Source: an optimization exercise on an open RTL-to-GDS flow (aim: small area, a short achievable clock period and few clock cycles). Production flows keep margins and buffers that such runs may drop.
Only simulation tests tie the RTL to the original design; equivalence was not proved.

File: flow/config.mk
export PLATFORM = sky130hd
export DESIGN_NAME = dsl_cmac
export DESIGN_NICKNAME = dsl_cmac
export VERILOG_FILES = /design/flow/design.v
export SDC_FILE = /design/flow/constraint.sdc
export NUM_CORES = 8
export LEC_CHECK = 0
export CAP_MARGIN = 20
export CORE_MARGIN = 2
export CORE_UTILIZATION = 30
export CTS_BUF_LIST = sky130_fd_sc_hd__clkbuf_4 sky130_fd_sc_hd__clkbuf_8
export PLACE_DENSITY = 0.45
export SETUP_SLACK_MARGIN = 3
export SLEW_MARGIN = 20
export SYNTH_HIERARCHICAL = 1
export SYNTH_MINIMUM_KEEP_SIZE = 0
File: flow/constraint.sdc
create_clock -name core_clock -period 10.0 [get_ports {clk}]
set_input_delay 2.0000 -clock core_clock [delete_from_list [all_inputs] [get_ports {clk}]]
set_output_delay 2.0000 -clock core_clock [all_outputs]
set_load 0.01 [all_outputs]
File: flow/design.v
module aes_sbox (input wire [7:0] x, output wire [7:0] y);
    wire L0, L1, L2, L3, L4, L5, L6, L7, L8, L9, L10, L11, L12, L13, L14, L15, L16, L17, L18, L19, L20, L21, L22, L23, L24, L25, L26, L27, L28, L29, M1, M2, M3, M4, M5, M6, M7, M8, M9, M10, M11, M12, M13, M14, M15, M16, M17, M18, M19, M20, M21, M22, M23, M24, M25, M26, M27, M28, M29, M30, M31, M32, M33, M34, M35, M36, M37, M38, M39, M40, M41, M42, M43, M44, M45, M46, M47, M48, M49, M50, M51, M52, M53, M54, M55, M56, M57, M58, M59, M60, M61, M62, M63, T1, T2, T3, T4, T5, T6, T7, T8, T9, T10, T11, T12, T13, T14, T15, T16, T17, T18, T19, T20, T21, T22, T23, T24, T25, T26, T27;
    wire U0 = x[7], U1 = x[6], U2 = x[5], U3 = x[4], U4 = x[3], U5 = x[2], U6 = x[1], U7 = x[0];
    cm_xor2 g_T1 (.a(U0), .b(U3), .y(T1));
    cm_xor2 g_T2 (.a(U0), .b(U5), .y(T2));
    cm_xor2 g_T3 (.a(U0), .b(U6), .y(T3));
    cm_xor2 g_T4 (.a(U3), .b(U5), .y(T4));
    cm_xor2 g_T5 (.a(U4), .b(U6), .y(T5));
    cm_xor2 g_T6 (.a(T1), .b(T5), .y(T6));
    cm_xor2 g_T7 (.a(U1), .b(U2), .y(T7));
    cm_xor2 g_T8 (.a(U7), .b(T6), .y(T8));
    cm_xor2 g_T9 (.a(U7), .b(T7), .y(T9));
    cm_xor2 g_T10 (.a(T6), .b(T7), .y(T10));
    cm_xor2 g_T11 (.a(U1), .b(U5), .y(T11));
    cm_xor2 g_T12 (.a(U2), .b(U5), .y(T12));
    cm_xor2 g_T13 (.a(T3), .b(T4), .y(T13));
    cm_xor2 g_T14 (.a(T6), .b(T11), .y(T14));
    cm_xor2 g_T15 (.a(T5), .b(T11), .y(T15));
    cm_xor2 g_T16 (.a(T5), .b(T12), .y(T16));
    cm_xor2 g_T17 (.a(T9), .b(T16), .y(T17));
    cm_xor2 g_T18 (.a(U3), .b(U7), .y(T18));
    cm_xor2 g_T19 (.a(T7), .b(T18), .y(T19));
    cm_xor2 g_T20 (.a(T1), .b(T19), .y(T20));
    cm_xor2 g_T21 (.a(U6), .b(U7), .y(T21));
    cm_xor2 g_T22 (.a(T7), .b(T21), .y(T22));
    cm_xor2 g_T23 (.a(T2), .b(T22), .y(T23));
    cm_xor2 g_T24 (.a(T2), .b(T10), .y(T24));
    cm_xor2 g_T25 (.a(T20), .b(T17), .y(T25));
    cm_xor2 g_T26 (.a(T3), .b(T16), .y(T26));
    cm_xor2 g_T27 (.a(T1), .b(T12), .y(T27));
    cm_nand2 g_M1 (.a(T13), .b(T6), .y(M1));
    cm_nand2 g_M2 (.a(T23), .b(T8), .y(M2));
    cm_xnor2 g_M3 (.a(T14), .b(M1), .y(M3));
    cm_nand2 g_M4 (.a(T19), .b(U7), .y(M4));
    cm_xor2 g_M5 (.a(M4), .b(M1), .y(M5));
    cm_nand2 g_M6 (.a(T3), .b(T16), .y(M6));
    cm_nand2 g_M7 (.a(T22), .b(T9), .y(M7));
    cm_xnor2 g_M8 (.a(T26), .b(M6), .y(M8));
    cm_nand2 g_M9 (.a(T20), .b(T17), .y(M9));
    cm_xor2 g_M10 (.a(M9), .b(M6), .y(M10));
    cm_nand2 g_M11 (.a(T1), .b(T15), .y(M11));
    cm_nand2 g_M12 (.a(T4), .b(T27), .y(M12));
    cm_xor2 g_M13 (.a(M12), .b(M11), .y(M13));
    cm_nand2 g_M14 (.a(T2), .b(T10), .y(M14));
    cm_xor2 g_M15 (.a(M14), .b(M11), .y(M15));
    cm_xnor2 g_M16 (.a(M3), .b(M2), .y(M16));
    cm_xor2 g_M17 (.a(M5), .b(T24), .y(M17));
    cm_xnor2 g_M18 (.a(M8), .b(M7), .y(M18));
    cm_xor2 g_M19 (.a(M10), .b(M15), .y(M19));
    cm_xor2 g_M20 (.a(M16), .b(M13), .y(M20));
    cm_xor2 g_M21 (.a(M17), .b(M15), .y(M21));
    cm_xor2 g_M22 (.a(M18), .b(M13), .y(M22));
    cm_xor2 g_M23 (.a(M19), .b(T25), .y(M23));
    cm_xnor2 g_M24 (.a(M22), .b(M23), .y(M24));
    cm_nand2 g_M25 (.a(M22), .b(M20), .y(M25));
    cm_xor2 g_M26 (.a(M21), .b(M25), .y(M26));
    cm_xnor2 g_M27 (.a(M20), .b(M21), .y(M27));
    cm_xor2 g_M28 (.a(M23), .b(M25), .y(M28));
    cm_nor2 g_M29 (.a(M28), .b(M27), .y(M29));
    cm_nor2 g_M30 (.a(M26), .b(M24), .y(M30));
    cm_nand2 g_M31 (.a(M20), .b(M23), .y(M31));
    cm_nor2 g_M32 (.a(M27), .b(M31), .y(M32));
    cm_xor2 g_M33 (.a(M27), .b(M25), .y(M33));
    cm_nand2 g_M34 (.a(M21), .b(M22), .y(M34));
    cm_nor2 g_M35 (.a(M24), .b(M34), .y(M35));
    cm_xor2 g_M36 (.a(M24), .b(M25), .y(M36));
    cm_xor2 g_M37 (.a(M21), .b(M29), .y(M37));
    cm_xor2 g_M38 (.a(M32), .b(M33), .y(M38));
    cm_xor2 g_M39 (.a(M23), .b(M30), .y(M39));
    cm_xor2 g_M40 (.a(M35), .b(M36), .y(M40));
    cm_xor2 g_M41 (.a(M38), .b(M40), .y(M41));
    cm_xor2 g_M42 (.a(M37), .b(M39), .y(M42));
    cm_xor2 g_M43 (.a(M37), .b(M38), .y(M43));
    cm_xor2 g_M44 (.a(M39), .b(M40), .y(M44));
    cm_xor2 g_M45 (.a(M42), .b(M41), .y(M45));
    cm_nand2 g_M46 (.a(M44), .b(T6), .y(M46));
    cm_nand2 g_M47 (.a(M40), .b(T8), .y(M47));
    cm_nand2 g_M48 (.a(M39), .b(U7), .y(M48));
    cm_nand2 g_M49 (.a(M43), .b(T16), .y(M49));
    cm_nand2 g_M50 (.a(M38), .b(T9), .y(M50));
    cm_nand2 g_M51 (.a(M37), .b(T17), .y(M51));
    cm_nand2 g_M52 (.a(M42), .b(T15), .y(M52));
    cm_nand2 g_M53 (.a(M45), .b(T27), .y(M53));
    cm_nand2 g_M54 (.a(M41), .b(T10), .y(M54));
    cm_nand2 g_M55 (.a(M44), .b(T13), .y(M55));
    cm_nand2 g_M56 (.a(M40), .b(T23), .y(M56));
    cm_nand2 g_M57 (.a(M39), .b(T19), .y(M57));
    cm_nand2 g_M58 (.a(M43), .b(T3), .y(M58));
    cm_nand2 g_M59 (.a(M38), .b(T22), .y(M59));
    cm_nand2 g_M60 (.a(M37), .b(T20), .y(M60));
    cm_nand2 g_M61 (.a(M42), .b(T1), .y(M61));
    cm_nand2 g_M62 (.a(M45), .b(T4), .y(M62));
    cm_nand2 g_M63 (.a(M41), .b(T2), .y(M63));
    cm_xor2 g_L0 (.a(M61), .b(M62), .y(L0));
    cm_xor2 g_L1 (.a(M50), .b(M56), .y(L1));
    cm_xor2 g_L2 (.a(M46), .b(M48), .y(L2));
    cm_xor2 g_L3 (.a(M47), .b(M55), .y(L3));
    cm_xor2 g_L4 (.a(M54), .b(M58), .y(L4));
    cm_xor2 g_L5 (.a(M49), .b(M61), .y(L5));
    cm_xnor2 g_L6 (.a(M62), .b(L5), .y(L6));
    cm_xnor2 g_L7 (.a(M46), .b(L3), .y(L7));
    cm_xor2 g_L8 (.a(M51), .b(M59), .y(L8));
    cm_xor2 g_L9 (.a(M52), .b(M53), .y(L9));
    cm_xnor2 g_L10 (.a(M53), .b(L4), .y(L10));
    cm_xnor2 g_L11 (.a(M60), .b(L2), .y(L11));
    cm_xor2 g_L12 (.a(M48), .b(M51), .y(L12));
    cm_xnor2 g_L13 (.a(M50), .b(L0), .y(L13));
    cm_xor2 g_L14 (.a(M52), .b(M61), .y(L14));
    cm_xnor2 g_L15 (.a(M55), .b(L1), .y(L15));
    cm_xnor2 g_L16 (.a(M56), .b(L0), .y(L16));
    cm_xnor2 g_L17 (.a(M57), .b(L1), .y(L17));
    cm_xnor2 g_L18 (.a(M58), .b(L8), .y(L18));
    cm_xnor2 g_L19 (.a(M63), .b(L4), .y(L19));
    cm_xor2 g_L20 (.a(L0), .b(L1), .y(L20));
    cm_xor2 g_L21 (.a(L1), .b(L7), .y(L21));
    cm_xor2 g_L22 (.a(L3), .b(L12), .y(L22));
    cm_xor2 g_L23 (.a(L18), .b(L2), .y(L23));
    cm_xor2 g_L24 (.a(L15), .b(L9), .y(L24));
    cm_xor2 g_L25 (.a(L6), .b(L10), .y(L25));
    cm_xor2 g_L26 (.a(L7), .b(L9), .y(L26));
    cm_xor2 g_L27 (.a(L8), .b(L10), .y(L27));
    cm_xor2 g_L28 (.a(L11), .b(L14), .y(L28));
    cm_xor2 g_L29 (.a(L11), .b(L17), .y(L29));
    cm_xor2 g_S0 (.a(L6), .b(L24), .y(y[7]));
    cm_xnor2 g_S1 (.a(L16), .b(L26), .y(y[6]));
    cm_xnor2 g_S2 (.a(L19), .b(L28), .y(y[5]));
    cm_xor2 g_S3 (.a(L6), .b(L21), .y(y[4]));
    cm_xor2 g_S4 (.a(L20), .b(L22), .y(y[3]));
    cm_xor2 g_S5 (.a(L25), .b(L29), .y(y[2]));
    cm_xnor2 g_S6 (.a(L13), .b(L27), .y(y[1]));
    cm_xnor2 g_S7 (.a(L6), .b(L23), .y(y[0]));
endmodule
module cm_xor2 (input wire a, input wire b, output wire y);
    assign y = a ^ b;
endmodule
module cm_xnor2 (input wire a, input wire b, output wire y);
    assign y = ~(a ^ b);
endmodule
module cm_nand2 (input wire a, input wire b, output wire y);
    assign y = ~(a & b);
endmodule
module cm_nor2 (input wire a, input wire b, output wire y);
    assign y = ~(a | b);
endmodule
module cm_mux2i (input wire a, input wire b, input wire s, output wire y);
    assign y = ~(s ? b : a);
endmodule
module aes_round (
    input  wire [127:0] state_in,
    output wire [127:0] shifted,      
    output wire [127:0] mixed         
);
    wire [127:0] sub;
    genvar i, j, b;
    generate
        for (i = 0; i < 16; i = i + 1) begin : g_sub
            aes_sbox u_sbox (.x(state_in[127 - 8*i -: 8]), .y(sub[127 - 8*i -: 8]));
        end
        for (i = 0; i < 16; i = i + 1) begin : g_shift
            assign shifted[127 - 8*i -: 8] = sub[127 - 8*(((i / 4 + i % 4) % 4) * 4 + i % 4) -: 8];
        end
        for (i = 0; i < 4; i = i + 1) begin : g_mix
            wire [7:0] a [0:3];
            wire [7:0] p [0:3];
            wire [7:0] x [0:3];
            wire [7:0] q [0:3];
            for (j = 0; j < 4; j = j + 1) begin : g_byte
                assign a[j] = shifted[127 - 32*i - 8*j -: 8];
            end
            for (j = 0; j < 4; j = j + 1) begin : g_col
                for (b = 0; b < 8; b = b + 1) begin : g_bit
                    cm_xor2 u_p (.a(a[j][b]), .b(a[(j + 1) % 4][b]), .y(p[j][b]));
                end
                assign x[j][7] = p[j][6];
                assign x[j][6] = p[j][5];
                assign x[j][5] = p[j][4];
                cm_xor2 u_x4 (.a(p[j][3]), .b(p[j][7]), .y(x[j][4]));
                cm_xor2 u_x3 (.a(p[j][2]), .b(p[j][7]), .y(x[j][3]));
                assign x[j][2] = p[j][1];
                cm_xor2 u_x1 (.a(p[j][0]), .b(p[j][7]), .y(x[j][1]));
                assign x[j][0] = p[j][7];
            end
            for (j = 0; j < 4; j = j + 1) begin : g_out
                for (b = 0; b < 8; b = b + 1) begin : g_bit
                    cm_xor2 u_q (.a(a[(j + 1) % 4][b]), .b(p[(j + 2) % 4][b]), .y(q[j][b]));
                    cm_xor2 u_o (.a(q[j][b]), .b(x[j][b]), .y(mixed[127 - 32*i - 8*j - (7 - b)]));
                end
            end
        end
    endgenerate
endmodule
module aes_key_step (
    input  wire [127:0] key_in,
    input  wire [7:0]   rcon,
    output wire [127:0] key_out
);
    wire [31:0] w0 = key_in[127:96];
    wire [31:0] w1 = key_in[95:64];
    wire [31:0] w2 = key_in[63:32];
    wire [31:0] w3 = key_in[31:0];
    wire [31:0] sw;
    aes_sbox u_s0 (.x(w3[23:16]), .y(sw[31:24]));
    aes_sbox u_s1 (.x(w3[15:8]),  .y(sw[23:16]));
    aes_sbox u_s2 (.x(w3[7:0]),   .y(sw[15:8]));
    aes_sbox u_s3 (.x(w3[31:24]), .y(sw[7:0]));
    wire [31:0] n0 = w0 ^ sw ^ {rcon, 24'd0};
    wire [31:0] n1 = w1 ^ n0;
    wire [31:0] n2 = w2 ^ n1;
    wire [31:0] n3 = w3 ^ n2;
    assign key_out = {n0, n1, n2, n3};
endmodule
module dsl_cmac (
    input  wire         clk,
    input  wire         rst_n,         
    input  wire         key_load,
    input  wire [127:0] key,
    input  wire         in_valid,
    output wire         in_ready,
    input  wire [31:0]  in_data,
    input  wire         in_last,
    input  wire [1:0]   in_nbytes,     
    output reg          tag_valid,
    output wire [127:0] tag
);
    reg  [127:0] key_r;         
    reg          kz;            
    reg  [127:0] k1;            
    reg  [127:0] aes_st;        
    reg  [127:0] rk;            
    reg  [3:0]   rnd;           
    reg          kmode;         
    reg          waitx;         
    reg          cur_last;      
    reg  [95:0]  buf_w;
    reg  [1:0]   bcnt;          
    reg          bpad;          
    reg          bpad80;        
    reg          bvirt;         
    reg          blast;         
    reg          bkey;          
    reg          c_mix;         
    reg          c_shift;       
    reg          c_hold;        
    reg          c_rk;          
    reg          c_buf;         
    reg          c_ks_key;      
    reg          c_ks_rk;       
    reg          c_kfin;        
    reg          c_kl;          
    reg  [7:0]   rcon;          
    wire bfull3 = (bcnt == 2'd3);
    assign in_ready = bfull3 ? (c_buf && !bvirt) : !bpad;
    assign tag      = aes_st;
    wire take     = in_valid && in_ready;
    wire take_buf = take && !bfull3;
    wire load     = c_buf && (bvirt || in_valid);
    reg [31:0] wport;           
    always @* begin
        wport = in_data;
        if (in_last) begin
            case (in_nbytes)
                2'd0: wport = {in_data[31:24], 8'h80, 16'h0};
                2'd1: wport = {in_data[31:16], 8'h80, 8'h0};
                2'd2: wport = {in_data[31:8],  8'h80};
                default: wport = in_data;
            endcase
        end
    end
    wire [31:0] wpadw = {bpad80, 31'd0};                     
    reg  [31:0] kword;          
    always @* begin
        case (bcnt)
            2'd0: kword = key_r[127:96];
            2'd1: kword = key_r[95:64];
            default: kword = key_r[63:32];
        endcase
        if (kz)
            kword = 32'd0;
    end
    wire [31:0] kword3 = kz ? 32'd0 : key_r[31:0];
    wire [31:0]  w3     = (bvirt ? wpadw : wport) ^ kword3;
    wire         last3  = bvirt ? blast : in_last;
    wire         whole3 = !bvirt && (in_nbytes == 2'd3);   
    wire [127:0] k2     = {k1[126:0], 1'b0} ^ (k1[127] ? 128'h87 : 128'h0);
    wire [127:0] bufop  = {buf_w, w3} ^ (last3 ? (whole3 ? k1 : k2) : 128'h0);
    wire [127:0] shifted, mixed;
    aes_round u_rd (.state_in(aes_st), .shifted(shifted), .mixed(mixed));
    wire [127:0] opb = (c_rk ? rk : 128'h0) ^ (load ? bufop : 128'h0);
    wire [127:0] oth = (c_shift ? shifted : 128'h0) | (c_hold ? aes_st : 128'h0);
    wire [127:0] opa_n, st_next;
    genvar gi;
    generate
        for (gi = 0; gi < 128; gi = gi + 1) begin : g_st
            cm_mux2i u_a (.a(oth[gi]), .b(mixed[gi]), .s(c_mix), .y(opa_n[gi]));
            cm_xnor2 u_x (.a(opa_n[gi]), .b(opb[gi]), .y(st_next[gi]));
        end
    endgenerate
    wire [127:0] rk_next;
    wire [127:0] ks_in = (c_ks_key ? key_r : 128'h0) | (c_ks_rk ? rk : 128'h0);
    aes_key_step u_ks (.key_in(ks_in), .rcon(rcon), .key_out(rk_next));
    wire [127:0] l_dbl = {aes_st[126:0], 1'b0} ^ (aes_st[127] ? 128'h87 : 128'h0);
    wire fin     = c_shift;     
    wire running = c_rk;        
    wire restart = key_load || !rst_n;    
    reg  [3:0] n_rnd;
    reg        n_kz, n_kmode, n_waitx, n_cur_last;
    reg  [1:0] n_bcnt;
    reg        n_bpad, n_bpad80, n_bvirt, n_blast, n_bkey;
    always @* begin
        n_kz    = key_load ? 1'b0 : kz;
        n_kmode = load ? bkey : (fin ? 1'b0 : kmode);
        n_rnd   = load ? 4'd1 : ((fin || !running) ? 4'd0 : rnd + 4'd1);
        n_cur_last = load ? last3 : cur_last;
        n_waitx = (fin && !cur_last && !kmode && !load) ? 1'b1 : (load ? 1'b0 : waitx);
        n_bcnt   = bcnt;
        n_bpad   = bpad;
        n_bpad80 = bpad80;
        n_bvirt  = bvirt;
        n_blast  = blast;
        n_bkey   = bkey;
        if (load) begin
            n_bcnt  = 2'd0;
            n_bvirt = 1'b0;
            n_blast = 1'b0;
            n_bkey  = 1'b0;
        end else if (take_buf || bpad) begin
            n_bcnt = bcnt + 2'd1;
            if (bcnt == 2'd2)
                n_bpad = 1'b0;
            else if (take_buf && in_last)
                n_bpad = 1'b1;
            n_bpad80 = take_buf && in_last && (in_nbytes == 2'd3);
            if (take_buf && in_last) begin
                n_bvirt = 1'b1;
                n_blast = 1'b1;
            end
        end
        if (restart) begin
            n_rnd = 4'd0;  n_kmode = 1'b0;  n_waitx = 1'b0;  n_cur_last = 1'b0;
            n_bcnt = 2'd0; n_bpad = 1'b1;   n_bpad80 = 1'b0; n_bvirt = 1'b1;
            n_blast = 1'b0; n_bkey = 1'b1;
        end
        if (!rst_n)
            n_kz = 1'b1;
    end
    wire n_fin     = (n_rnd == 4'd10);
    wire n_running = (n_rnd != 4'd0);
    wire n_ready   = (n_bcnt == 2'd3);
    wire n_ld_idle = !n_running && n_ready && !c_kfin;
    wire n_ld_fin  = n_fin && !n_cur_last && !n_kmode && n_ready;
    wire n_load    = n_ld_idle || n_ld_fin;
    reg  [7:0] n_rcon;
    always @* begin
        case (n_load ? 4'd1 : n_rnd + 4'd1)
            4'd1:  n_rcon = 8'h01;
            4'd2:  n_rcon = 8'h02;
            4'd3:  n_rcon = 8'h04;
            4'd4:  n_rcon = 8'h08;
            4'd5:  n_rcon = 8'h10;
            4'd6:  n_rcon = 8'h20;
            4'd7:  n_rcon = 8'h40;
            4'd8:  n_rcon = 8'h80;
            4'd9:  n_rcon = 8'h1b;
            4'd10: n_rcon = 8'h36;
            default: n_rcon = 8'h00;
        endcase
    end
    always @(posedge clk) begin
        if (take_buf || bpad)
            buf_w <= {buf_w[63:0], (bpad ? wpadw : wport) ^ kword};
        aes_st <= st_next;
        rk     <= rk_next;
        if (c_kl)
            k1 <= l_dbl;
    end
    always @(posedge clk) begin
        rnd      <= n_rnd;
        kz       <= n_kz;
        kmode    <= n_kmode;
        waitx    <= n_waitx;
        cur_last <= n_cur_last;
        bcnt     <= n_bcnt;
        bpad     <= n_bpad;
        bpad80   <= n_bpad80;
        bvirt    <= n_bvirt;
        blast    <= n_blast;
        bkey     <= n_bkey;
        c_mix    <= n_running && !n_fin;
        c_shift  <= n_fin;
        c_hold   <= n_waitx && !n_running;
        c_rk     <= n_running;
        c_buf    <= n_load;
        c_ks_key <= n_load && !n_kz;
        c_ks_rk  <= !n_load;
        c_kfin   <= n_fin && n_kmode;
        c_kl     <= c_kfin && !restart;
        rcon     <= n_rcon;
        if (key_load)
            key_r <= key;
        if (!rst_n)
            tag_valid <= 1'b0;
        else
            tag_valid <= fin && cur_last && !kmode;
    end
endmodule
File: flow/flow/run.sh
#!/bin/bash
set -eu -o pipefail
bash standard.sh synth > synth.log 2>&1
bash standard.sh "BUFFER_PORTS_ARGS=-buffer_cell sky130_fd_sc_hd__buf_1" finish > layout.log 2>&1
File: flow/standard.sh
#!/bin/bash
# synth_recipe.tcl (not shown) runs the flow's synth.tcl, then flattens the netlist and writes it again
# the make line also repeats each setting of config.mk as NAME=value (left out here)
make -C /OpenROAD-flow-scripts/flow DESIGN_CONFIG=/design/flow/config.mk WORK_HOME=/design/flow/orfs CLKGATE_MAP_FILE= SYNTH_SCRIPT=/design/flow/synth_recipe.tcl "${@:-finish}"
==> results of run 1 <==
area by class of cell:
type                            instances  area (sq um)  area share (%)
Multi-Input combinational cell       4947         37700            61.5
Sequential cell                       641         16400            26.8
Tap cell                             2370          2970            4.84
Clock buffer                          175          2150            3.51
Timing Repair Buffer                  352          1640            2.68
Clock inverter                         41           374           0.610
Inverter                               14          60.1          0.0980
Antenna cell                           11          27.5          0.0449
Yosys cell counts (all sizes together), types with 5 or more instances:
cell type,count
o21ai,8
a21oi,165
dfxtp,289
xor2,2008
inv,13
xnor2,935
nor2,229
nor2b,18
a22o,256
edfxtp,352
clkbuf,83
ha,12
nor3,5
a22oi,33
nor3b,25
buf,198
nand2,1084
mux2i,133
worst max-delay path, delay by kind of cell (launching register included):
family        cells  cell delay, ns
simple gates      2            0.25
mux               1            0.16
xor+xnor         18            5.46
flops             1            0.75
per-layer routing:
metal | global-route usage (%) | part of all wire, %
met1 | 28.9 | 43
met2 | 37.7 | 48
met3 | 2.88 | 4.8
met4 | 8.41 | 4.1
met5 | 0 | 0
cell families (layout without fill, tap and decap cells):
kind of cell               after synthesis  after routing  synth area share [%]
xor gates and xnor gates              2945           2945                  47.4
and+or+nand+nor                       1379           1379                  10.0
DFF                                    641            641                  30.0
AOI/OAI and AO/OA                      478            478                  6.77
buffers and inverters                  295            582                  3.15
muxes                                  133            133                  2.44
adders and majority gates               12             12                 0.275
other                                    0             11                     0
modules after synthesis, one instance, submodules excluded, excerpt:
module / flops+latches / copies in the design / cell area (sq um)
dsl_cmac: 641 / 1 / 27800
aes_key_step: 0 / 1 / 1550
cm_mux2i: 0 / 128 / 10.0
cm_xnor2: 0 / 528 / 8.76
cm_xor2: 0 / 1912 / 8.76
cm_nand2: 0 / 600 / 3.75
cm_nor2: 0 / 80 / 3.75
registers in the layout (all words and copies together) (netlist names), 2 cells and up:
register	flops
aes_st	128
k1	128
key_r	128
rk	128
buf_w	96
rcon	8
rnd	4
bcnt	2
through the flow:
step,instance area [sq um],worst slack (ns),utilization (%)
3_3_place_gp,57500,2.54,31.8
2_1_floorplan,54600,4.21,-
3_5_place_dp,57500,2.47,31.8
6_report,61300,3.27,33.9
4_1_cts,60100,2.94,33.3
5_1_grt,61300,2.92,33.9
worst max-delay path by stage:
stage	endpoint
after floorplan	rk[30]
after global placement	rk[17]
after detailed placement	rk[17]
after CTS	aes_st[71]
after global routing	aes_st[82]
final	aes_st[113]
repair_timing:
action | 4_1_cts | 5_1_grt
pin swaps | 0 | 5
cloned | 0 | 0
endpoints found under the setup margin | 69 | 202
gates resized for setup | 18 | 159
buffers inserted | 1 | 5
==> run summary, run 1 <==
Die ar.=185,000 sq um; largest net degree at the start of global routing=134; post-synthesis sequential area ratio=between 20 and 30%; number of global-route vias before repair=40,600; maxcap violations=0; worst-path fanout max=7; EDFF count, synth=352; Pre-Repair DR Iteration Count=5; worst min-delay path class=flip-flop to flip-flop; Syn Inst Count=5,883; hold_sp=bkey; RSZ-0062 raised after global routing=yes; transition time of the tightest slew-check pin=1.17 ns; # IOs=297; global-route wire length before repair=300,000 microns; remaining global-route overflow=0; Slew Limit Fails=0; Sink Count=641; post-synthesis cell area=54,600 sq um; Worst-Skew Late Latency=0.85 ns; Worst Hold Path EP=bkey; width of the die=430 microns; share of cells above drive strength 1=under 10%; status=no timing/DRC/antenna violations; CTS Buf Count=roughly 110; Avg Vias per Cell=around 4.8; DRT Wirelength=roughly 210,000 microns; Hold-fix buffers, CTS=0; Yosys reg bits=around 640; largest area contributor in the netlist=xor2_1; placed instance count=8,318; Area Overhead vs Synth=12.4%; Hold Fails Final Rpt=0; commonest non-fill, non-tap cells in the layout=1,900 x xor2_1, 1,082 x nand2_1, 895 x xnor2_1; Net count, final=6,249; hold slack final=~0.47 ns; Avg Cell Area, Syn=9.28 sq um; cell repeated most along the worst path=xor2_1; Root Buffer=clkbuf_8; Worst Hold Depth=2; R2R cell count=21; reg2reg start=aes_st[42]; Setup TNS=0 ns; max_slew headroom=21.9%; CP Class=flip-flop to flip-flop; Final setup viols=0; Overall Global Routing Usage=22.3%; clock skew=0.0649 ns; Yosys Warn Count=8; Initial Utilization=between 30% and 40%; 1st-iter DRT viols=3,261; Critical R2R Capture=aes_st[113]; routed len/inst=25.0 microns; Syn Nets=6,062; Synth cell types=58; die height=430 microns; Core Box Area=181,000 sq um; PortBufs=roughly 300; Tcrit/Tclk final=67.3%; Critical Path Source=aes_st[42]; post-synth top area share=32.2%; Synth Flop Type=edfxtp_1; CP peak stage delay=0.75 ns; hpwl dp=169,000 microns; arrival time worst endpoint=7.44 ns; antenna violations before repair=5; Worst R2R Setup Slack=3.27 ns; worst-path cell chain=xor2_1 > xor2_1 > xor2_1 > nand2_1 > xor2_1 > xor2_1 > xor2_1 > xnor2_1 > xor2_1 > xor2_1 > xor2_1 > xor2_1 > nand2_1 > xor2_1 > xor2_1 > xor2_2 > xor2_2 > xor2_1 > xor2_1 > mux2i_1 > xnor2_1; fin cells=roughly 8,600; # DRC=0; RePlAce Congestion=around 0.96; startpoint types=flip-flop; commonest non-fill, non-tap cell in the layout=xor2_1; Clk pin slew, worst setup/hold paths=0.07 ns; # rows=156; DRT antenna net count=0; htree depth=3; WP data required=10.71 ns; clock tree buffer depth=3; Worst setup EP type=flip-flop; critical path's slowest cell=dfxtp_1; Peak Freq=0.149 GHz; vias=a little over 40,000; fill cell count=around 19,000; CTS tree=yes; FFs w/ async S/R, synth=0%; Period minus WS final=6.73 ns; largest cells by area after synthesis=xor2_1 32%, edfxtp_1 19%, xnor2_1 15%
Testbench counts, summed over its fixed seeds: cycles 77,494.
==> run 2, diff against run 1 <==
--- a/flow/config.mk
+++ b/flow/config.mk
@@ -9,7 +9,7 @@
 export CORE_MARGIN = 2
 export CORE_UTILIZATION = 30
 export CTS_BUF_LIST = sky130_fd_sc_hd__clkbuf_4 sky130_fd_sc_hd__clkbuf_8
-export PLACE_DENSITY = 0.45
+export PLACE_DENSITY = 0.7
 export SETUP_SLACK_MARGIN = 3
 export SLEW_MARGIN = 20
 export SYNTH_HIERARCHICAL = 1
==> run summary, run 2 <==
die height=430 microns (unchanged); Synth cell types=58 (unchanged); count leader, synth=xor2_1 (unchanged); CP Class=flip-flop to flip-flop (unchanged); post-synthesis cell area=54,600 sq um (unchanged); Synth Flop Type=edfxtp_1 (unchanged); status=no timing/DRC/antenna violations (unchanged); CTS Buf Count=105 (was 114); critical path's slowest cell=dfxtp_1 (unchanged); Syn Nets=6,062 (unchanged); Yosys reg bits=641 (unchanged); FFs w/ async S/R, synth=0% (unchanged); RePlAce Congestion=0.975 (was 0.960); routed len/inst=23.5 microns (was 25.0 microns); worst min-delay path class=flip-flop to flip-flop (unchanged); Syn Inst Count=5,883 (unchanged); 1st-iter DRT viols=4,453 (was 3,261); antenna violations before repair=6 (was 5); post-route cell area=60,800 sq um (was 61,300 sq um); worst-path fanout max=5 (was 7); WP data required=10.65 ns (was 10.71 ns); hold slack final=0.461 ns (was 0.465 ns); # DRC=0 (unchanged); clock tree buffer depth=3 (unchanged); PortBufs=296 (unchanged); RSZ-0062 raised after global routing=yes (unchanged); Tcrit/Tclk final=68.2% (was 67.3%); DRT antenna net count=0 (unchanged); Worst-Skew Late Latency=0.84 ns (was 0.85 ns); Initial Utilization=30.2% (unchanged); remaining global-route overflow=0 (unchanged); Peak Freq=0.147 GHz (was 0.149 GHz); vias=42,000 (was 40,600); Clk pin slew, worst setup/hold paths=0.07 ns (about the same); Avg Vias per Cell=4.93 (was 4.75); Area Overhead vs Synth=11.5% (was 12.4%); width of the die=430 microns (unchanged); post-synthesis sequential area ratio=30.0% (unchanged); Avg Cell Area, Syn=9.28 sq um (unchanged); commonest non-fill, non-tap cells in the layout=1,907 x xor2_1, 1,082 x nand2_1, 900 x xnor2_1 (was 1,900 x xor2_1, 1,082 x nand2_1, 895 x xnor2_1); # rows=156 (unchanged); largest area contributor in the netlist=xor2_1 (unchanged); Worst setup EP type=flip-flop (unchanged); DRT Wirelength=200,000 microns (was 213,000 microns); Period minus WS final=6.82 ns (was 6.73 ns); Die ar.=185,000 sq um (unchanged); Net count, final=6,232 (was 6,249); CTS tree=yes (unchanged); largest net degree at the start of global routing=138 (was 134); cell repeated most along the worst path=xor2_1 (unchanged); family with the most delay on the worst path=XOR/XNOR gates (unchanged); Yosys Warn Count=8 (unchanged); clock skew=0.0854 ns (was 0.0649 ns); max_slew headroom=23.8% (was 21.9%); Slew Limit Fails=0 (unchanged); post-synth top area share=32.2% (unchanged); number of global-route vias before repair=41,200 (was 40,600); share of cells above drive strength 1=7.65% (was 8.25%); largest cells by area after synthesis=xor2_1 32%, edfxtp_1 19%, xnor2_1 15% (unchanged); top cells by count, synth=2,006 x xor2_1, 1,082 x nand2_1, 933 x xnor2_1 (unchanged); Core Box Area=181,000 sq um (unchanged); Setup TNS=0 ns (unchanged); arrival time worst endpoint=7.47 ns (was 7.44 ns); # IOs=297 (unchanged); Final WS setup=3.18 ns (was 3.27 ns); CP peak stage delay=0.67 ns (was 0.75 ns); Pre-Repair DR Iteration Count=6 (was 5); Overall Global Routing Usage=20.7% (was 22.3%); htree depth=3 (unchanged); Sink Count=641 (unchanged); placed cell area=57,300 sq um (was 57,500 sq um); commonest non-fill, non-tap cell in the layout=xor2_1 (unchanged); buffers and inverters on the worst path=0 (unchanged); Root Buffer=clkbuf_8 (unchanged); startpoint types=flip-flop (unchanged); Hold-fix buffers, CTS=0 (unchanged); transition time of the tightest slew-check pin=1.14 ns (was 1.17 ns); EDFF count, synth=352 (unchanged); maxcap violations=0 (unchanged); hpwl dp=158,000 microns (was 169,000 microns); global-route wire length before repair=283,000 microns (was 300,000 microns); Final setup viols=0 (unchanged); Hold Fails Final Rpt=0 (unchanged); Place WS=2.67 ns (was 2.47 ns); worst-path cell chain=xor2_1 > xor2_1 > xor2_1 > nand2_1 > xor2_1 > xor2_1 > xor2_1 > xnor2_1 > xor2_1 > xor2_1 > xor2_1 > xor2_1 > nand2_1 > xor2_1 > xnor2_1 > xnor2_1 > xor2_1 > xor2_1 > xor2_1 > mux2i_1 > xnor2_1 (was xor2_1 > xor2_1 > xor2_1 > nand2_1 > xor2_1 > xor2_1 > xor2_1 > xnor2_1 > xor2_1 > xor2_1 > xor2_1 > xor2_1 > nand2_1 > xor2_1 > xor2_1 > xor2_2 > xor2_2 > xor2_1 > xor2_1 > mux2i_1 > xnor2_1)
[run 2: cell counts after synthesis]
Identical to the previous run, type by type.
[run 2: final cells by class]
class                   instances  area, sq um
repair buffers                344         1590
multi-input cells            4947        37600
clock buffers                 156         1900
well taps                    2370         2970
flip-flops and latches        641        16400
inverters                      14         60.1
diodes                          5         12.5
fillers                     18500       120000
clock inverters                41          353
[run 2: metrics by stage]
step,util (%),instances
final,33.7,8518
after global routing,33.7,8518
after CTS,33.0,8502
after detailed placement,31.7,8303
after global placement,31.7,8303
after floorplan,-,5883
[run 2: logic make-up (layout without fill, tap and decap cells)]
family | count (synthesis) | count (layout) | synth area share (%)
xor+xnor | 2945 | 2945 | 47.4
compound gates | 478 | 478 | 6.77
mux | 133 | 133 | 2.44
flops | 641 | 641 | 30.0
buf+inv | 295 | 555 | 3.15
fa+ha+maj | 12 | 12 | 0.275
other cells | 0 | 5 | 0
simple gates | 1379 | 1379 | 10.0
[run 2: what timing repair did]
action	in CTS	in global routing
pin swaps	0	4
buffers inserted	2	10
setup endpoints to repair	61	189
resized for setup	11	145
[run 2: worst paths after layout]
check                                start         end  slack (ns)  cells after the start
worst min-delay path            aes_st[76]      k1[77]        0.46                      0
worst min register to register  aes_st[76]      k1[77]        0.46                      0
worst max register to register  aes_st[21]  aes_st[33]        3.18                     21
worst max-delay path            aes_st[21]  aes_st[33]        3.18                     21
[run 2: worst reg2reg max path, stage by stage, from the launching register on]
cell	delay, ns
dfxtp_1	0.67
xor2_1	0.43
xor2_1	0.40
xor2_1	0.38
nand2_1	0.12
xor2_1	0.17
xor2_1	0.18
xor2_1	0.39
xnor2_1	0.25
xor2_1	0.21
xor2_1	0.35
xor2_1	0.33
xor2_1	0.22
nand2_1	0.14
xor2_1	0.37
xnor2_1	0.15
xnor2_1	0.67
xor2_1	0.37
xor2_1	0.23
xor2_1	0.26
mux2i_1	0.20
xnor2_1	0.19
[run 2: Yosys stat by module (local to each module, per instance), a selection]
module        flops+latches  area [sq um]  copies in the design
dsl_cmac                641         27800                     1
aes_key_step              0          1550                     1
cm_mux2i                  0          10.0                   128
cm_xnor2                  0          8.76                   528
cm_xor2                   0          8.76                  1912
cm_nand2                  0          3.75                   600
cm_nor2                   0          3.75                    80
[run 2: per-layer routing]
metal  vias to the layer above  global-route usage, %  part of all wire (%)
met3                       458                   3.05                   7.6
met5                         -                      0                0.0065
met4                         2                   13.1                   7.1
met1                     20400                   25.3                    39
met2                      2032                   34.2                    47
li1                      19100                      -                     -
==> run 3, diff against run 2 <==
--- a/flow/config.mk
+++ b/flow/config.mk
@@ -8,8 +8,10 @@
 export CAP_MARGIN = 20
 export CORE_MARGIN = 2
 export CORE_UTILIZATION = 30
-export CTS_BUF_LIST = sky130_fd_sc_hd__clkbuf_4 sky130_fd_sc_hd__clkbuf_8
-export PLACE_DENSITY = 0.7
+export CTS_BUF_LIST = sky130_fd_sc_hd__clkbuf_8 sky130_fd_sc_hd__clkbuf_16
+export CTS_CLUSTER_DIAMETER = 100
+export CTS_CLUSTER_SIZE = 25
+export PLACE_DENSITY = 0.45
 export SETUP_SLACK_MARGIN = 3
 export SLEW_MARGIN = 20
 export SYNTH_HIERARCHICAL = 1
==> run summary, run 3 <==
status=no timing/DRC/antenna violations (unchanged); Slew Limit Fails=0 (unchanged); critical path's slowest cell=xnor2_1 (was dfxtp_1); Syn Nets=6,062 (unchanged); # DRC=0 (unchanged); arrival time worst endpoint=7.28 ns (was 7.47 ns); worst-path cell chain=buf_4 > xor2_1 > xor2_2 > xor2_1 > nand2_1 > xor2_1 > xor2_1 > xor2_1 > xnor2_1 > xor2_1 > xor2_1 > xor2_1 > xor2_1 > nand2_1 > xnor2_1 > xor2_1 > xor2_2 > xor2_1 > xor2_1 > xor2_1 > mux2i_1 > xnor2_1 (was xor2_1 > xor2_1 > xor2_1 > nand2_1 > xor2_1 > xor2_1 > xor2_1 > xnor2_1 > xor2_1 > xor2_1 > xor2_1 > xor2_1 > nand2_1 > xor2_1 > xnor2_1 > xnor2_1 > xor2_1 > xor2_1 > xor2_1 > mux2i_1 > xnor2_1); Final WS setup=3.29 ns (was 3.18 ns); share of cells above drive strength 1=6.19% (was 7.65%); post-synthesis sequential area ratio=30.0% (unchanged); Sink Count=641 (unchanged); # IOs=297 (unchanged); worst min-delay path class=flip-flop to flip-flop (unchanged); Clk pin slew, worst setup/hold paths=0.11 ns (was 0.07 ns); count leader, synth=xor2_1 (unchanged); Hold Fails Final Rpt=0 (unchanged); clock tree buffer depth=3 (unchanged); hpwl dp=169,000 microns (was 158,000 microns); WP data required=10.57 ns (was 10.65 ns); Syn Inst Count=5,883 (unchanged); startpoint types=flip-flop (unchanged); Setup TNS=0 ns (unchanged); Tcrit/Tclk final=67.1% (was 68.2%); PortBufs=296 (unchanged); max_slew headroom=19.5% (was 23.8%); FFs w/ async S/R, synth=0% (unchanged); Peak Freq=0.149 GHz (was 0.147 GHz); Synth Flop Type=edfxtp_1 (unchanged); Yosys reg bits=641 (unchanged); post-synthesis cell area=54,600 sq um (unchanged); transition time of the tightest slew-check pin=1.21 ns (was 1.14 ns); worst-path fanout max=5 (unchanged); largest area contributor in the netlist=xor2_1 (unchanged); RePlAce Congestion=0.960 (was 0.975); Period minus WS final=6.71 ns (was 6.82 ns); placed cell area=57,500 sq um (was 57,300 sq um); hold slack final=0.470 ns (was 0.461 ns); met2 Use GR=37.6% (was 34.2%); Initial Utilization=30.2% (unchanged); Hold-fix buffers, CTS=0 (unchanged); largest net degree at the start of global routing=134 (was 138); Final setup viols=0 (unchanged); post-route cell area=60,100 sq um (was 60,800 sq um); remaining global-route overflow=0 (unchanged); RSZ-0062 raised after global routing=yes (unchanged); Root Buffer=clkbuf_16 (was clkbuf_8); # rows=156 (unchanged); met3 Use GR=2.17% (was 3.05%); fin cells=8,401 (was 8,518); global-route wire length before repair=297,000 microns (was 283,000 microns); Net count, final=6,174 (was 6,232); CP peak stage delay=0.53 ns (was 0.67 ns); commonest non-fill, non-tap cell in the layout=xor2_1 (unchanged); Die ar.=185,000 sq um (unchanged); largest cells by area after synthesis=xor2_1 32%, edfxtp_1 19%, xnor2_1 15% (unchanged); DRT Wirelength=212,000 microns (was 200,000 microns); maxcap violations=0 (unchanged); DRT antenna net count=0 (unchanged); CP Class=flip-flop to flip-flop (unchanged); Area Overhead vs Synth=10.2% (was 11.5%); Synth cell types=58 (unchanged); clock skew=0.0614 ns (was 0.0854 ns); met1 GRT Util=29.0% (was 25.3%); EDFF count, synth=352 (unchanged); CTS tree=yes (unchanged); Core Box Area=181,000 sq um (unchanged); routed len/inst=25.2 microns (was 23.5 microns); top cells by count, synth=2,006 x xor2_1, 1,082 x nand2_1, 933 x xnor2_1 (unchanged); Place WS=2.47 ns (was 2.67 ns); Worst-Skew Late Latency=0.69 ns (was 0.84 ns); cell repeated most along the worst path=xor2_1 (unchanged); 1st-iter DRT viols=3,383 (was 4,453); commonest non-fill, non-tap cells in the layout=1,896 x xor2_1, 1,082 x nand2_1, 897 x xnor2_1 (was 1,907 x xor2_1, 1,082 x nand2_1, 900 x xnor2_1); Overall Global Routing Usage=22.1% (was 20.7%); Avg Vias per Cell=4.77 (was 4.93); Final Util=33.3% (was 33.7%); GRT busiest layer=met2 (unchanged); Worst R2R Setup Slack=3.29 ns (was 3.18 ns); number of global-route vias before repair=39,800 (was 41,200); placed instance count=8,318 (was 8,303); CTS Buf Count=40 (was 105); Worst setup EP type=flip-flop (unchanged); htree depth=2 (was 3); Avg Cell Area, Syn=9.28 sq um (unchanged); Yosys Warn Count=8 (unchanged); die height=430 microns (unchanged); antenna violations before repair=3 (was 6); vias=40,100 (was 42,000); width of the die=430 microns (unchanged); Pre-Repair DR Iteration Count=5 (was 6); post-synth top area share=32.2% (unchanged)
-- run 3: cell count changes in the layout (fill, tap and decap cells not counted), moves of 7 or more --
cell	delta
clkinv_1	-7
clkinv_2	-18
buf_4	+7
clkbuf_4	-41
xor2_2	+9
xor2_1	-11
clkbuf_16	+41
clkbuf_8	-116
inv_1	+8
-- run 3: final cells by class --
cell class | instances | area, sq um
Timing Repair Buffer | 351 | 1610
Fill cell | 18900 | 121000
Antenna cell | 4 | 10.0
Sequential cell | 641 | 16400
Clock buffer | 41 | 1030
Inverter | 14 | 60.1
Clock inverter | 33 | 360
Tap cell | 2370 | 2970
Multi-Input combinational cell | 4947 | 37700
-- run 3: path summary, 6_finish.rpt --
kind | start | endpoint | cells after the start
min reg2reg | bkey | bkey | 2
max reg2reg | aes_st[1] | aes_st[99] | 22
min | bkey | bkey | 2
max | aes_st[1] | aes_st[99] | 22
-- run 3: layer usage --
metal | share of wire (%) | routed length (microns)
met4 | 4.3 | 9040
met3 | 4.2 | 8820
met2 | 48 | 101000
met1 | 44 | 92800
met5 | 0 | 0
-- run 3: timing repair --
item	in CTS	in global routing
buffers inserted	1	4
setup endpoints to repair	71	200
resized for setup	21	156
gates cloned	0	0
pin swaps	0	4
-- run 3: cells by family (layout without fill, tap and decap cells) --
family | count (synthesis) | after routing | share of synthesized area [%]
AOI/OAI and AO/OA | 478 | 478 | 6.77
xor gates and xnor gates | 2945 | 2945 | 47.4
adders and majority gates | 12 | 12 | 0.275
buffers and inverters | 295 | 439 | 3.15
DFF | 641 | 641 | 30.0
muxes | 133 | 133 | 2.44
other | 0 | 4 | 0
and+or+nand+nor | 1379 | 1379 | 10.0
-- run 3: modules after synthesis, one instance, submodules excluded, a selection --
module | times used | cell area [sq um] | flops+latches
cm_nand2 | 600 | 3.75 | 0
dsl_cmac | 1 | 27800 | 641
cm_nor2 | 80 | 3.75 | 0
cm_mux2i | 128 | 10.0 | 0
aes_key_step | 1 | 1550 | 0
cm_xnor2 | 528 | 8.76 | 0
cm_xor2 | 1912 | 8.76 | 0
-- run 3: critical path, delay by kind of cell, from the launching register on --
| kind | cells | cell delay, ns |
|---|---|---|
| xor gates and xnor gates | 18 | 5.59 |
| buffers and inverters | 1 | 0.21 |
| DFF | 1 | 0.35 |
| muxes | 1 | 0.19 |
| and+or+nand+nor | 2 | 0.24 |
==> run 4, diff against run 3 <==
--- a/flow/config.mk
+++ b/flow/config.mk
@@ -10,9 +10,9 @@
 export CORE_UTILIZATION = 30
 export CTS_BUF_LIST = sky130_fd_sc_hd__clkbuf_8 sky130_fd_sc_hd__clkbuf_16
 export CTS_CLUSTER_DIAMETER = 100
-export CTS_CLUSTER_SIZE = 25
+export CTS_CLUSTER_SIZE = 20
 export PLACE_DENSITY = 0.45
-export SETUP_SLACK_MARGIN = 3
+export SETUP_SLACK_MARGIN = 3.25
 export SLEW_MARGIN = 20
 export SYNTH_HIERARCHICAL = 1
 export SYNTH_MINIMUM_KEEP_SIZE = 0
==> run summary, run 4 <==
worst-path fanout max=5 (unchanged); Worst-Skew Late Latency=0.67 ns (was 0.69 ns); largest cells by area after synthesis=xor2_1 32%, edfxtp_1 19%, xnor2_1 15% (unchanged); clock tree buffer depth=3 (unchanged); maxcap violations=0 (unchanged); largest net degree at the start of global routing=134 (unchanged); Final setup viols=0 (unchanged); Pre-Repair DR Iteration Count=5 (unchanged); antenna violations before repair=1 (was 3); commonest non-fill, non-tap cells in the layout=1,825 x xor2_1, 1,082 x nand2_1, 883 x xnor2_1 (was 1,896 x xor2_1, 1,082 x nand2_1, 897 x xnor2_1); Setup TNS=0 ns (unchanged); Net count, final=6,196 (was 6,174); placed instance count=8,318 (unchanged); largest area contributor in the netlist=xor2_1 (unchanged); Sink Count=641 (unchanged); count leader, synth=xor2_1 (unchanged); commonest non-fill, non-tap cell in the layout=xor2_1 (unchanged); R2R cell count=22 (unchanged); global-route wire length before repair=297,000 microns (about the same); Yosys reg bits=641 (unchanged); # IOs=297 (unchanged); RSZ-0062 raised after global routing=yes (unchanged); Peak Freq=0.154 GHz (was 0.149 GHz); worst min-delay path class=flip-flop to flip-flop (unchanged); share of cells above drive strength 1=8.64% (was 6.19%); DRT antenna net count=0 (unchanged); hpwl dp=169,000 microns (unchanged); clock skew=0.0348 ns (was 0.0614 ns); FFs w/ async S/R, synth=0% (unchanged); Hold Fails Final Rpt=0 (unchanged); arrival time worst endpoint=7.02 ns (was 7.28 ns); die height=430 microns (unchanged); Worst Hold Depth=0 (was 2); Syn Inst Count=5,883 (unchanged); Area Overhead vs Synth=12.1% (was 10.2%); post-synthesis sequential area ratio=30.0% (unchanged); Syn Nets=6,062 (unchanged); Core Box Area=181,000 sq um (unchanged); Final WS setup=3.53 ns (was 3.29 ns); routed len/inst=25.2 microns (about the same); CP Class=flip-flop to flip-flop (unchanged); DRT Wirelength=212,000 microns (about the same); # rows=156 (unchanged); width of the die=430 microns (unchanged); transition time of the tightest slew-check pin=1.29 ns (was 1.21 ns); Period minus WS final=6.47 ns (was 6.71 ns); number of global-route vias before repair=39,900 (was 39,800); post-synth top area share=32.2% (unchanged); Yosys Warn Count=8 (unchanged); Worst setup EP type=flip-flop (unchanged); Initial Utilization=30.2% (unchanged); CTS Buf Count=43 (was 40); Synth cell types=58 (unchanged); post-synthesis cell area=54,600 sq um (unchanged); Root Buffer=clkbuf_16 (unchanged); status=no timing/DRC/antenna violations (unchanged); htree depth=2 (unchanged); top cells by count, synth=2,006 x xor2_1, 1,082 x nand2_1, 933 x xnor2_1 (unchanged); Avg Cell Area, Syn=9.28 sq um (unchanged); Slew Limit Fails=0 (unchanged); vias=40,100 (about the same); hold slack final=0.464 ns (was 0.470 ns); Place WS=2.47 ns (unchanged); Avg Vias per Cell=4.76 (was 4.77); fin cells=8,426 (was 8,401); Tcrit/Tclk final=64.7% (was 67.1%); remaining global-route overflow=0 (unchanged); Die ar.=185,000 sq um (unchanged); startpoint types=flip-flop (unchanged); max_slew headroom=14.1% (was 19.5%); Overall Global Routing Usage=22.2% (was 22.1%); WP data required=10.55 ns (was 10.57 ns); Synth Flop Type=edfxtp_1 (unchanged); EDFF count, synth=352 (unchanged); CTS tree=yes (unchanged); Clk pin slew, worst setup/hold paths=0.09 ns (was 0.11 ns); # DRC=0 (unchanged); 1st-iter DRT viols=3,454 (was 3,383); RePlAce Congestion=0.960 (unchanged); PortBufs=296 (unchanged)
[run 4: per-stage QoR]
stage,util (%),instance area (sq um)
after floorplan,-,54600
after global placement,31.8,57500
after global routing,33.9,61200
after detailed placement,31.8,57500
after CTS,32.9,59500
final,33.9,61200
[run 4: repair_timing]
action | CTS | global route
buffers inserted | 1 | 23
hold buffers | 0 | 0
pin swaps | 0 | 15
hold endpoints to repair | 0 | 0
resized for setup | 92 | 237
setup endpoints to repair | 178 | 213
[run 4: cell type report]
type,count,area (sq um)
multi-input cells,4947,38500
repair buffers,370,1780
clock inverters,36,274
flip-flops and latches,641,16500
diodes,4,10.0
inverters,14,60.1
well taps,2370,2970
clock buffers,44,1100
fillers,18800,120000
[run 4: worst paths after layout]
path              start          to  slack (ns)
min reg2reg  aes_st[76]      k1[77]        0.46
max reg2reg   aes_st[3]  aes_st[99]        3.53
min          aes_st[76]      k1[77]        0.46
max           aes_st[3]  aes_st[99]        3.53
[run 4: worst max-delay path: stages, from the launching register on]
cell and delay [ns]:
dfxtp_1 0.34, buf_4 0.22, xor2_1 0.42, xor2_2 0.39, xor2_1 0.37, nand2_1 0.11, xor2_1 0.24, xor2_1 0.26
xor2_2 0.32, xnor2_1 0.23, xor2_1 0.20, xor2_1 0.35, xor2_1 0.34, xor2_1 0.22, nand2_1 0.14, xnor2_2 0.37
xor2_1 0.26, xor2_2 0.40, xor2_1 0.31, xor2_1 0.21, xor2_1 0.27, mux2i_1 0.19, xnor2_1 0.19
[run 4: per-module statistics from Yosys (local to each module, per instance), a selection]
module | cell area (sq um) | cells | flops+latches
cm_nand2 | 3.75 | 1 | 0
cm_nor2 | 3.75 | 1 | 0
dsl_cmac | 27800 | 2460 | 641
cm_xor2 | 8.76 | 1 | 0
cm_mux2i | 10.0 | 1 | 0
aes_key_step | 1550 | 175 | 0
cm_xnor2 | 8.76 | 1 | 0
[run 4: routing by layer]
metal | track usage [%] | vias up | wire, microns
met1 | 29.0 | 19900 | 92100
li1 | - | 19000 | -
met4 | 7.96 | 0 | 8940
met5 | 0 | - | 0
met2 | 37.7 | 1092 | 102000
met3 | 2.25 | 203 | 9290
[run 4: logic make-up after synthesis]
group | synth area share, %
compound gates | 6.77
xor+xnor | 47.4
buf+inv | 3.15
simple gates | 10.0
fa+ha+maj | 0.275
flops | 30.0
mux | 2.44
==> run 5, diff against run 4 <==
--- a/flow/config.mk
+++ b/flow/config.mk
@@ -12,7 +12,7 @@
 export CTS_CLUSTER_DIAMETER = 100
 export CTS_CLUSTER_SIZE = 20
 export PLACE_DENSITY = 0.45
-export SETUP_SLACK_MARGIN = 3.25
+export SETUP_SLACK_MARGIN = 3.5
 export SLEW_MARGIN = 20
 export SYNTH_HIERARCHICAL = 1
 export SYNTH_MINIMUM_KEEP_SIZE = 0
==> run summary, run 5 <==
Yosys reg bits=641 (unchanged); number of global-route vias before repair=40,100 (was 39,900); Yosys Warn Count=8 (unchanged); Root Buffer=clkbuf_16 (unchanged); DRT antenna net count=0 (unchanged); Final Util=34.9% (was 33.9%); Syn Nets=6,062 (unchanged); CTS tree=yes (unchanged); count leader, synth=xor2_1 (unchanged); cell repeated most along the worst path=xor2_1 (unchanged); family with the most delay on the worst path=XOR/XNOR gates (unchanged); placed instance count=8,318 (unchanged); Overall Global Routing Usage=22.3% (was 22.2%); global-route wire length before repair=299,000 microns (was 297,000 microns); transition time of the tightest slew-check pin=1.33 ns (was 1.29 ns); WP data required=10.55 ns (about the same); Synth cell types=58 (unchanged); worst-path cell chain=buf_4 > xor2_4 > xor2_2 > xor2_1 > nand2_1 > xor2_1 > xor2_1 > xor2_2 > xnor2_1 > xor2_1 > xor2_2 > xor2_1 > xor2_1 > nand2_1 > xor2_1 > xor2_1 > xor2_2 > buf_4 > xor2_2 > xor2_1 > xor2_1 > mux2i_1 > xnor2_1 (was buf_4 > xor2_1 > xor2_2 > xor2_1 > nand2_1 > xor2_1 > xor2_1 > xor2_2 > xnor2_1 > xor2_1 > xor2_1 > xor2_1 > xor2_1 > nand2_1 > xnor2_2 > xor2_1 > xor2_2 > xor2_1 > xor2_1 > xor2_1 > mux2i_1 > xnor2_1); Hold Fails Final Rpt=0 (unchanged); CP Class=flip-flop to flip-flop (unchanged); Sink Count=641 (unchanged); Net count, final=6,259 (was 6,196); R2R cell count=23 (was 22); largest cells by area after synthesis=xor2_1 32%, edfxtp_1 19%, xnor2_1 15% (unchanged); max_slew headroom=11.7% (was 14.1%); Final WS setup=3.65 ns (was 3.53 ns); # DRC=0 (unchanged); Setup TNS=0 ns (unchanged); die height=430 microns (unchanged); worst-path fanout max=5 (unchanged); maxcap violations=0 (unchanged); width of the die=430 microns (unchanged); Core Box Area=181,000 sq um (unchanged); antenna violations before repair=1 (unchanged); post-synthesis sequential area ratio=30.0% (unchanged); Place WS=2.47 ns (unchanged); Avg Vias per Cell=4.78 (was 4.76); vias=40,600 (was 40,100); clock skew=0.0359 ns (was 0.0348 ns); startpoint types=flip-flop (unchanged); Avg Cell Area, Syn=9.28 sq um (unchanged); status=no timing/DRC/antenna violations (unchanged); fin cells=8,491 (was 8,426); largest area contributor in the netlist=xor2_1 (unchanged); RePlAce Congestion=0.960 (unchanged); worst setup path end=aes_st[99] (unchanged); Area Overhead vs Synth=15.6% (was 12.1%); cell count along the critical path=23 (was 22); Synth Flop Type=edfxtp_1 (unchanged); RSZ-0062 raised after global routing=yes (unchanged); DRT Wirelength=214,000 microns (was 212,000 microns); Slew Limit Fails=0 (unchanged); commonest non-fill, non-tap cell in the layout=xor2_1 (unchanged); commonest non-fill, non-tap cells in the layout=1,729 x xor2_1, 1,082 x nand2_1, 862 x xnor2_1 (was 1,825 x xor2_1, 1,082 x nand2_1, 883 x xnor2_1); post-synthesis cell area=54,600 sq um (unchanged); hpwl dp=169,000 microns (unchanged); Period minus WS final=6.35 ns (was 6.47 ns); Pre-Repair DR Iteration Count=5 (unchanged); CP peak stage delay=0.37 ns (was 0.42 ns); worst min-delay path class=flip-flop to flip-flop (unchanged); largest net degree at the start of global routing=134 (unchanged); PortBufs=296 (unchanged); # rows=156 (unchanged); Tcrit/Tclk final=63.5% (was 64.7%); CTS Buf Count=43 (unchanged); 1st-iter DRT viols=3,372 (was 3,454); Initial Utilization=30.2% (unchanged); FFs w/ async S/R, synth=0% (unchanged); placed cell area=57,500 sq um (unchanged); Worst setup EP type=flip-flop (unchanged); Syn Inst Count=5,883 (unchanged); Peak Freq=0.157 GHz (was 0.154 GHz); remaining global-route overflow=0 (unchanged); Worst R2R Setup Slack=3.65 ns (was 3.53 ns); share of cells above drive strength 1=12.2% (was 8.64%); Hold-fix buffers, CTS=0 (unchanged); htree depth=2 (unchanged); critical path's slowest cell=xor2_2 (was xor2_1); routed len/inst=25.2 microns (about the same); Critical R2R Capture=aes_st[99] (unchanged); buffers and inverters on the worst path=2 (was 1); clock tree buffer depth=3 (unchanged); Die ar.=185,000 sq um (unchanged); Critical Path Source=aes_st[4] (was aes_st[3]); Final setup viols=0 (unchanged); Worst-Skew Late Latency=0.67 ns (about the same); top cells by count, synth=2,006 x xor2_1, 1,082 x nand2_1, 933 x xnor2_1 (unchanged); reg2reg start=aes_st[4] (was aes_st[3]); arrival time worst endpoint=6.90 ns (was 7.02 ns); Clk pin slew, worst setup/hold paths=0.09 ns (about the same); hold slack final=0.462 ns (was 0.464 ns); post-synth top area share=32.2% (unchanged); # IOs=297 (unchanged); EDFF count, synth=352 (unchanged); post-route cell area=63,100 sq um (was 61,200 sq um)
[run 5: what timing repair did]
action                     4_1_cts  5_1_grt
gates resized for setup        179      361
cloned                           0        0
buffers inserted                 8       79
pin swaps                        4       38
setup endpoints to repair      230      214
[run 5: worst min-delay path by stage]
stage	startpoint	to	slack, ns	depth (start not counted)
floorplan	c_kfin	c_kl	0.42	1
global placement	aes_st[76]	k1[77]	0.43	0
detailed placement	aes_st[76]	k1[77]	0.45	0
CTS	aes_st[76]	k1[77]	0.46	0
global route	aes_st[76]	k1[77]	0.47	0
finish	aes_st[76]	k1[77]	0.46	0
[run 5: kinds of logic after synthesis]
group | after synthesis | share of synthesized area (%)
AOI/OAI and AO/OA | 478 | 6.77
xor gates and xnor gates | 2945 | 47.4
adders and majority gates | 12 | 0.275
buffers and inverters | 295 | 3.15
DFF | 641 | 30.0
muxes | 133 | 2.44
and+or+nand+nor | 1379 | 10.0
[run 5: modules after synthesis (local to each module, per instance), excerpt]
| module | flops+latches | cell area, sq um | copies in the design |
|---|---|---|---|
| cm_xnor2 | 0 | 8.76 | 528 |
| cm_nor2 | 0 | 3.75 | 80 |
| aes_key_step | 0 | 1550 | 1 |
| cm_xor2 | 0 | 8.76 | 1912 |
| cm_mux2i | 0 | 10.0 | 128 |
| dsl_cmac | 641 | 27800 | 1 |
| cm_nand2 | 0 | 3.75 | 600 |
[run 5: routing by layer]
layer  share of wire (%)  GRT usage, %  wire (microns)
met5                   0             0               0
met4                 4.4          8.18            9480
met3                 4.0          2.32            8640
met2                  48          37.8          103000
met1                  44          29.1           93200
[run 5: area by class of cell]
class | instances | area [sq um]
fillers | 18600 | 118000
multi-input cells | 4947 | 39900
flip-flops and latches | 641 | 16500
well taps | 2370 | 2970
repair buffers | 433 | 2300
clock buffers | 44 | 1100
clock inverters | 36 | 274
inverters | 14 | 60.1
diodes | 6 | 15.0
==> run 6, diff against run 5 <==
--- a/flow/config.mk
+++ b/flow/config.mk
@@ -12,7 +12,7 @@
 export CTS_CLUSTER_DIAMETER = 100
 export CTS_CLUSTER_SIZE = 20
 export PLACE_DENSITY = 0.45
-export SETUP_SLACK_MARGIN = 3.5
+export SETUP_SLACK_MARGIN = 3
 export SLEW_MARGIN = 20
 export SYNTH_HIERARCHICAL = 1
 export SYNTH_MINIMUM_KEEP_SIZE = 0
==> run summary, run 6 <==
Hold-fix buffers, CTS=0 (unchanged); largest family of logic cells by synthesized area=XOR/XNOR gates (unchanged); transition time of the tightest slew-check pin=1.21 ns (was 1.33 ns); PortBufs=296 (unchanged); share of cells above drive strength 1=6.25% (was 12.2%); post-synthesis sequential area ratio=30.0% (unchanged); 1st-iter DRT viols=3,402 (was 3,372); Synth cell types=58 (unchanged); count leader, synth=xor2_1 (unchanged); post-synthesis mux area share=2.44% (unchanged); largest cells by area after synthesis=xor2_1 32%, edfxtp_1 19%, xnor2_1 15% (unchanged); htree depth=2 (unchanged); startpoint types=flip-flop (unchanged); number of global-route vias before repair=39,900 (was 40,100); Core Box Area=181,000 sq um (unchanged); remaining global-route overflow=0 (unchanged); vias=40,100 (was 40,600); routed len/inst=25.2 microns (about the same); Initial Utilization=30.2% (unchanged); global-route wire length before repair=297,000 microns (was 299,000 microns); FFs w/ async S/R, synth=0% (unchanged); WP data required=10.55 ns (about the same); DRT antenna net count=0 (unchanged); Setup TNS=0 ns (unchanged); Worst setup EP type=flip-flop (unchanged); CTS Buf Count=43 (unchanged); Top Layer Used=met4 (unchanged); Syn Inst Count=5,883 (unchanged); post-synthesis cell area=54,600 sq um (unchanged); EDFF count, synth=352 (unchanged); largest net degree at the start of global routing=134 (unchanged); worst min-delay path class=flip-flop to flip-flop (unchanged); status=no timing/DRC/antenna violations (unchanged); Yosys Warn Count=8 (unchanged); Die ar.=185,000 sq um (unchanged); Yosys reg bits=641 (unchanged); Sink Count=641 (unchanged); RePlAce Congestion=0.960 (unchanged); # IOs=297 (unchanged); Compound-Gate Fraction of Synth Area=6.77% (unchanged); Overall Global Routing Usage=22.1% (was 22.3%); DRT Wirelength=212,000 microns (was 214,000 microns); RSZ-0062 raised after global routing=yes (unchanged); antenna violations before repair=1 (unchanged); Place WS=2.47 ns (unchanged); met1 WL=93,300 microns (was 93,200 microns); # DRC=0 (unchanged); Avg Vias per Cell=4.76 (was 4.78); CTS tree=yes (unchanged); worst-path fanout max=5 (unchanged); Pre-Repair DR Iteration Count=8 (was 5); post-synth top area share=32.2% (unchanged); Syn Nets=6,062 (unchanged); commonest non-fill, non-tap cells in the layout=1,895 x xor2_1, 1,082 x nand2_1, 897 x xnor2_1 (was 1,729 x xor2_1, 1,082 x nand2_1, 862 x xnor2_1); Synth Area in XOR/XNOR=47.4% (unchanged); hpwl dp=169,000 microns (unchanged); Final setup viols=0 (unchanged); die height=430 microns (unchanged); Tcrit/Tclk final=66.7% (was 63.5%); arrival time worst endpoint=7.22 ns (was 6.90 ns); Period minus WS final=6.67 ns (was 6.35 ns); Hold Fails Final Rpt=0 (unchanged)
run 6: modules after synthesis (local to each module, per instance), a selection:
module	times used	cells inside
cm_nor2	80	1
cm_nand2	600	1
cm_xor2	1912	1
dsl_cmac	1	2460
aes_key_step	1	175
cm_mux2i	128	1
cm_xnor2	528	1
run 6: path summary, 6_finish.rpt:
| check | depth (start not counted) | slack, ns | to | from |
|---|---|---|---|---|
| max | 22 | 3.33 | aes_st[99] | aes_st[3] |
| min | 0 | 0.47 | k1[77] | aes_st[76] |
| max reg2reg | 22 | 3.33 | aes_st[99] | aes_st[3] |
| min reg2reg | 0 | 0.47 | k1[77] | aes_st[76] |
run 6: timing repair:
item / 4_1_cts / 5_1_grt
setup buffers: 1 / 4
endpoints found under the setup margin: 72 / 199
pin swaps: 0 / 3
cloned: 0 / 0
gates resized for setup: 22 / 164
run 6: kinds of logic after synthesis:
logic type	Yosys count
XOR/XNOR	2945
AND/OR/NAND/NOR	1379
flip-flops	641
AO/OA/AOI/OAI	478
buffers and inverters	295
multiplexers	133
adder cells (fa/ha/maj)	12
run 6: routing by layer:
layer	vias up	track usage, %
met1	19800	29.1
met4	0	8.12
met5	-	0
met3	208	2.12
li1	19000	-
met2	1075	37.5
run 6: through the flow:
stage	std cells	utilization, %	area (sq um)	hold slack, ns
3_5_place_dp	8318	31.8	57500	0.453
5_1_grt	8403	33.3	60100	0.465
2_1_floorplan	5883	-	54600	0.420
6_report	8407	33.3	60100	0.467
3_3_place_gp	8318	31.8	57500	0.432
4_1_cts	8399	32.6	59000	0.462
run 6: critical path, cell delays in order (launching register included):
cell,delay (ns)
dfxtp_1,0.35
buf_4,0.21
xor2_1,0.41
xor2_2,0.40
xor2_1,0.38
nand2_1,0.12
xor2_1,0.24
xor2_1,0.20
xor2_1,0.41
xnor2_1,0.24
xor2_1,0.21
xor2_1,0.35
xor2_1,0.34
xor2_1,0.22
nand2_1,0.13
xnor2_1,0.54
xor2_1,0.27
xor2_2,0.38
xor2_1,0.28
xor2_1,0.21
xor2_1,0.27
mux2i_1,0.20
xnor2_1,0.19
run 6: layout make-up:
type                    instances  area (sq um)
flip-flops and latches        641         16400
clock inverters                36           274
multi-input cells            4947         37700
fillers                     18900        121000
well taps                    2370          2970
clock buffers                  44          1100
diodes                          4          10.0
repair buffers                351          1610
inverters                      14          60.1

-- static timing again, ports no longer ideal --
The flow's constraints put no driver on any port. The routed layouts listed below were extracted and timed again, unchanged, in two steps. Step 1: set_driving_cell puts a clkbuf_16 on clk and a buf_2 on each other input, an assumption about the parent block. Step 2 adds t to the input delays and takes it off the output delays; t is the mean of the earliest and latest rising clock arrival at the registers after step 1. Input paths then give back, and output paths get back, about the clock's delay inside the block. Three values: ideal ports, drivers, drivers and shift; two values: the first two.
run	shift t [ns]	setup slack, ns	worst setup path at the end
run 1	0.887	3.270 / 3.270 / 3.270	register to register
run 2	0.861	3.182 / 3.182 / 3.182	register to register
run 3	0.725	3.287 / 3.287 / 3.287	register to register
run 4	0.722	3.525 / 3.525 / 3.525	register to register
run 5	0.724	3.646 / 3.646 / 3.646	register to register
run 6	0.723	3.331 / 3.331 / 3.331	register to register
After both steps setup and hold are still met in every run listed.
